Source: an optimization exercise on an open RTL-to-GDS flow (aim: small area, a short achievable clock period and few clock cycles per item). Production flows keep margins and buffers that such runs may drop. At most, simulation tests tie the RTL to the original design; equivalence was not proved.

job 4804:
Design kw_unwrap, start of the top module:
module kw_unwrap (
    input  wire         clk,
    input  wire         rst,
    input  wire         req_valid,
    output wire         req_ready,
    input  wire         req_kek,
    input  wire         req_long,
    input  wire [319:0] req_data,
    output wire         resp_valid,
    input  wire         resp_ready,
    output wire [255:0] resp_key,
    output wire         resp_ok
);
Size: ~110,000 um2 of cells after synthesis.
export LEC_CHECK = 0
export CAP_MARGIN = 20
export CELL_PAD_IN_SITES_DETAIL_PLACEMENT = 1
export CELL_PAD_IN_SITES_GLOBAL_PLACEMENT = 2
export CORE_MARGIN = 2
export CORE_UTILIZATION = 30
export CTS_CLUSTER_DIAMETER = 80
export CTS_CLUSTER_SIZE = 22
export PLACE_DENSITY = 0.5
export SLEW_MARGIN = 20
export SYNTH_HIERARCHICAL = 1
create_clock -name core_clock -period 12.0 [get_ports {clk}]
standard.sh (not shown) runs the stock make flow with config.mk's settings and CLKGATE_MAP_FILE= SYNTH_SCRIPT=/design/flow/synth_recipe.tcl, a recipe that flattens the netlist after the stock synthesis.
==> flow/flow/run.sh <==
#!/bin/bash
set -euo pipefail
MARGIN=${MARGIN:-8}
bash standard.sh SETUP_SLACK_MARGIN=$MARGIN "BUFFER_PORTS_ARGS=-buffer_cell sky130_fd_sc_hd__buf_2" finish > make_finish.log 2>&1
Every stage of the flow completed for job 4804, and the final layout passed the timing, design-rule and antenna checks.
The inputs of job 7320 differ from those of job 4804 as listed below.
- removing CTS_CLUSTER_DIAMETER (formerly 80)
- changing SLEW_MARGIN from 20 to 40
- changing CAP_MARGIN from 20 to 40
- removing CTS_CLUSTER_SIZE (formerly 22)
--- outcome ---
- Looking at slowest stage cell on the critical path, the sky130_fd_sc_hd__edfxtp_1 result is from job 7320; the sky130_fd_sc_hd__o21ai_0 one comes from job 4804.
- Job 7320 vs. job 4804: clock buffer count in the final layout +170.
- Comparing job 7320 with job 4804, the post-route fraction of the period consumed by the critical path came out essentially unchanged.
- On smallest setup slack after layout: between job 7320 and job 4804, it ends up higher for job 7320.
- Compared job 7320 against job 4804; data-path buffer share of cell area in the final layout within noise.
Setup changes, job 7320 to job 1241
==> flow/flow/run.sh <==
#!/bin/bash
set -euo pipefail
MARGIN=${MARGIN:-8}
bash standard.sh SETUP_SLACK_MARGIN=$MARGIN finish > make_finish.log 2>&1
Notes after the runs:
Compared with job 7320, in job 1241 global-route usage saw an increase, fraction of met3 tracks used by global routing now larger.
Total wire length | job 1241 above job 7320
When job 1241 is set beside job 7320, its register-to-register slack turns out to be 100 ps larger.
No functional check of the RTL was part of any run of this note.

---

Another version of the RTL of kw_unwrap (not shown whole).
For scale: about 15000 cells after synthesis, about 3000 flip-flops, ~590 I/O pins, ~0.15 sq mm of cells after synthesis.
Settings: LEC_CHECK=0, CAP_MARGIN=40, CELL_PAD_IN_SITES_DETAIL_PLACEMENT=1, CELL_PAD_IN_SITES_GLOBAL_PLACEMENT=2, CORE_MARGIN=2, CORE_UTILIZATION=36, CTS_CLUSTER_DIAMETER=80, CTS_CLUSTER_SIZE=22, PLACE_DENSITY=0.56, SLEW_MARGIN=40, SYNTH_HIERARCHICAL=1; clock period 12.0 ns.
==> flow/flow/run.sh <==
#!/bin/bash
set -euo pipefail
MARGIN=${MARGIN:-7.8}
bash standard.sh SETUP_SLACK_MARGIN=$MARGIN "BUFFER_PORTS_ARGS=-buffer_cell sky130_fd_sc_hd__buf_2" finish > make_finish.log 2>&1
The first run went through all stages and came out clean.
Testbench counts at the start, summed over its fixed seeds: cycles 34,862, items 256.
Change:
Settings changed: CELL_PAD_IN_SITES_DETAIL_PLACEMENT 1 to 0, CELL_PAD_IN_SITES_GLOBAL_PLACEMENT 2 to 1.
Design area shrinks by a few percent.
Register-to-register slack improved by 0.08 ns.
Setup slack improved by 0.075 ns.
Area after synthesis is unchanged.
Clock skew shrinks by 0.031 ns.
Routed wire length shrinks by a little under a tenth.
Sequential share of layout area grows by 0.86 points.
First-iteration DRC count grows by roughly a tenth.
Change:
==> flow/flow/run.sh (replaced) <==
#!/bin/bash
set -euo pipefail
MARGIN=${MARGIN:-8}
bash standard.sh SETUP_SLACK_MARGIN=$MARGIN "BUFFER_PORTS_ARGS=-buffer_cell sky130_fd_sc_hd__buf_2" finish > make_finish.log 2>&1
After rerunning:
- clock skew decreases by 0.0068 ns
- area after synthesis is unchanged
- critical path depth does not change
- die area stays the same
Change:
==> flow/flow/run.sh (replaced) <==
#!/bin/bash
set -euo pipefail
MARGIN=${MARGIN:-7.8}
bash standard.sh SETUP_SLACK_MARGIN=$MARGIN "BUFFER_PORTS_ARGS=-buffer_cell sky130_fd_sc_hd__buf_2" finish > make_finish.log 2>&1
Settings changed: CELL_PAD_IN_SITES_DETAIL_PLACEMENT 0 to 1, CELL_PAD_IN_SITES_GLOBAL_PLACEMENT 1 to 2, CORE_UTILIZATION 36 to 42, PLACE_DENSITY 0.56 to 0.62.
The changed run finished clean.
Global-route usage increases by 6.1 points.
Fmax decreases by 3.1%.
Wire length increases by 1.9%.
Final area decreases by 2.6%.

---

kw_unwrap, a different RTL version from the one above (not shown whole).
Size in the first run: roughly 9,900 cells after synthesis, roughly 1,900 flip-flops, roughly 590 I/O pins.
==> flow/config.mk <==
export PLATFORM = sky130hd
export DESIGN_NAME = kw_unwrap
export DESIGN_NICKNAME = kw_unwrap
export VERILOG_FILES = /design/flow/design.v
export SDC_FILE = /design/flow/constraint.sdc
export NUM_CORES = 8
export LEC_CHECK = 0
export CAP_MARGIN = 40
export CELL_PAD_IN_SITES_DETAIL_PLACEMENT = 1
export CELL_PAD_IN_SITES_GLOBAL_PLACEMENT = 2
export CORE_MARGIN = 2
export CORE_UTILIZATION = 36
export CTS_CLUSTER_DIAMETER = 80
export CTS_CLUSTER_SIZE = 22
export GPL_ROUTABILITY_DRIVEN = 0
export PLACE_DENSITY = 0.56
export SLEW_MARGIN = 40
export SYNTH_HIERARCHICAL = 1
==> flow/constraint.sdc <==
create_clock -name core_clock -period 12.0 [get_ports {clk}]
set_input_delay 2.4000 -clock core_clock [delete_from_list [all_inputs] [get_ports {clk}]]
set_output_delay 2.4000 -clock core_clock [all_outputs]
set_load 0.01 [all_outputs]
==> flow/flow/run.sh <==
#!/bin/bash
set -euo pipefail
MARGIN=${MARGIN:-8}
bash standard.sh SETUP_SLACK_MARGIN=$MARGIN "BUFFER_PORTS_ARGS=-buffer_cell sky130_fd_sc_hd__buf_2" finish > make_finish.log 2>&1
Testbench counts at the start, summed over its fixed seeds: cycles 65,598, items 256.
==> next run, changes <==
--- a/flow/config.mk
+++ b/flow/config.mk
@@ -12,5 +12,4 @@
 export CORE_UTILIZATION = 36
-export CTS_CLUSTER_DIAMETER = 80
-export CTS_CLUSTER_SIZE = 22
-export GPL_ROUTABILITY_DRIVEN = 0
+export CTS_CLUSTER_DIAMETER = 90
+export CTS_CLUSTER_SIZE = 26
 export PLACE_DENSITY = 0.56
- sequential share of layout area is higher by 0.19 points
- setup slack loses 0.040 ns

---

RTL: one of the versions met above, not the one the previous note started from.
Size in the first run: about 15000 cells after synthesis, roughly 3000 flip-flops, ~0.15 mm2 of cells after synthesis.
==> flow/config.mk <==
export PLATFORM = sky130hd
export DESIGN_NAME = kw_unwrap
export DESIGN_NICKNAME = kw_unwrap
export VERILOG_FILES = /design/flow/design.v
export SDC_FILE = /design/flow/constraint.sdc
export NUM_CORES = 8
export LEC_CHECK = 0
export CAP_MARGIN = 40
export CELL_PAD_IN_SITES_DETAIL_PLACEMENT = 0
export CELL_PAD_IN_SITES_GLOBAL_PLACEMENT = 1
export CORE_MARGIN = 2
export CORE_UTILIZATION = 40
export CTS_CLUSTER_DIAMETER = 80
export CTS_CLUSTER_SIZE = 22
export PLACE_DENSITY = 0.6
export SLEW_MARGIN = 40
export SYNTH_HIERARCHICAL = 1
==> flow/constraint.sdc <==
create_clock -name core_clock -period 12.0 [get_ports {clk}]
set_input_delay 2.4000 -clock core_clock [delete_from_list [all_inputs] [get_ports {clk}]]
set_output_delay 2.4000 -clock core_clock [all_outputs]
set_load 0.01 [all_outputs]
==> flow/flow/run.sh <==
#!/bin/bash
set -euo pipefail
MARGIN=${MARGIN:-7.8}
bash standard.sh SETUP_SLACK_MARGIN=$MARGIN "BUFFER_PORTS_ARGS=-buffer_cell sky130_fd_sc_hd__buf_2" finish > make_finish.log 2>&1
The starting point finished with timing, DRC and antenna clean.
Testbench counts at the start, summed over its fixed seeds: cycles 34,862, items 256.
Edit:
==> flow/flow/run.sh (replaced) <==
#!/bin/bash
set -euo pipefail
MARGIN=${MARGIN:-7.9}
bash standard.sh SETUP_SLACK_MARGIN=$MARGIN "BUFFER_PORTS_ARGS=-buffer_cell sky130_fd_sc_hd__buf_2" finish > make_finish.log 2>&1
- CELL_PAD_IN_SITES_DETAIL_PLACEMENT: 0 -> 1
- CELL_PAD_IN_SITES_GLOBAL_PLACEMENT: 1 -> 2
- CORE_UTILIZATION: 40 -> 36
- PLACE_DENSITY: 0.6 -> 0.56
After rerunning: The changed run produced a clean layout; die area rises by 11%; worst setup slack is worse by 0.055 ns; fmax came out lower by 1.3%; cell count climbs by 5.1%; routed wire length grows by 14%; area after synthesis stays the same; critical path depth is higher by 6; final area climbs by 5.4%.

-- what the ideal ports hide --
The results above use ideal ports. As a check the final layouts listed here were re-extracted and re-timed, cells and wires unchanged.
Step 1: set_driving_cell puts a clkbuf_16 on clk and a buf_2 on each other input, an assumption about the parent block.
Step 2 moves the port delays by t, midway between the first and last clock arrival at a register: inputs arrive t later, outputs are due t later. That takes back most of the time a late clock gives input paths.
Slacks: ideal ports / drivers / drivers and shift; pairs: ideal ports / drivers.
run | t, ns | setup WS [ns] | latest minus earliest clock arrival (ns) | worst register clock-pin slew, ns | worst data-port slew with drivers (ns)
job 4804 | 1.012 | 7.878 / 7.828 / 7.127 | 0.092 / 0.092 | 0.10 / 0.10 | 0.25
job 7320 | 1.075 | 7.883 / 7.764 / 7.110 | 0.101 / 0.101 | 0.07 / 0.07 | 0.25
job 1241 | 1.069 | 7.897 / 7.786 / 7.033 | 0.096 / 0.096 | 0.07 / 0.07 | 0.23
the first run of note 2 | 1.110 | 7.709 / 7.709 / 6.862 | 0.143 / 0.143 | 0.11 / 0.11 | 0.10
the second run of note 2 | 1.067 | 7.783 / 7.663 / 7.019 | 0.113 / 0.112 | 0.11 / 0.11 | 0.54
the third run of note 2 | 1.071 | 7.792 / 7.669 / 7.151 | 0.106 / 0.105 | 0.11 / 0.11 | 0.54
the fourth run of note 2 | 1.097 | 7.657 / 7.657 / 6.985 | 0.118 / 0.117 | 0.11 / 0.11 | 0.14
the first run of note 3 | 0.927 | 7.904 / 7.904 / 7.325 | 0.047 / 0.047 | 0.10 / 0.10 | 0.26
the second run of note 3 | 0.923 | 7.864 / 7.864 / 7.329 | 0.093 / 0.093 | 0.12 / 0.12 | 0.25
the first run of note 4 | 1.061 | 7.771 / 7.657 / 6.873 | 0.142 / 0.142 | 0.10 / 0.10 | 0.56
the second run of note 4 | 1.091 | 7.716 / 7.716 / 6.948 | 0.149 / 0.148 | 0.11 / 0.11 | 0.11
After both steps setup and hold are still met in every run listed. For the first run of note 4, which loses most, drivers alone change the setup slack by -0.114 ns; drivers and shift together by -0.898 ns.
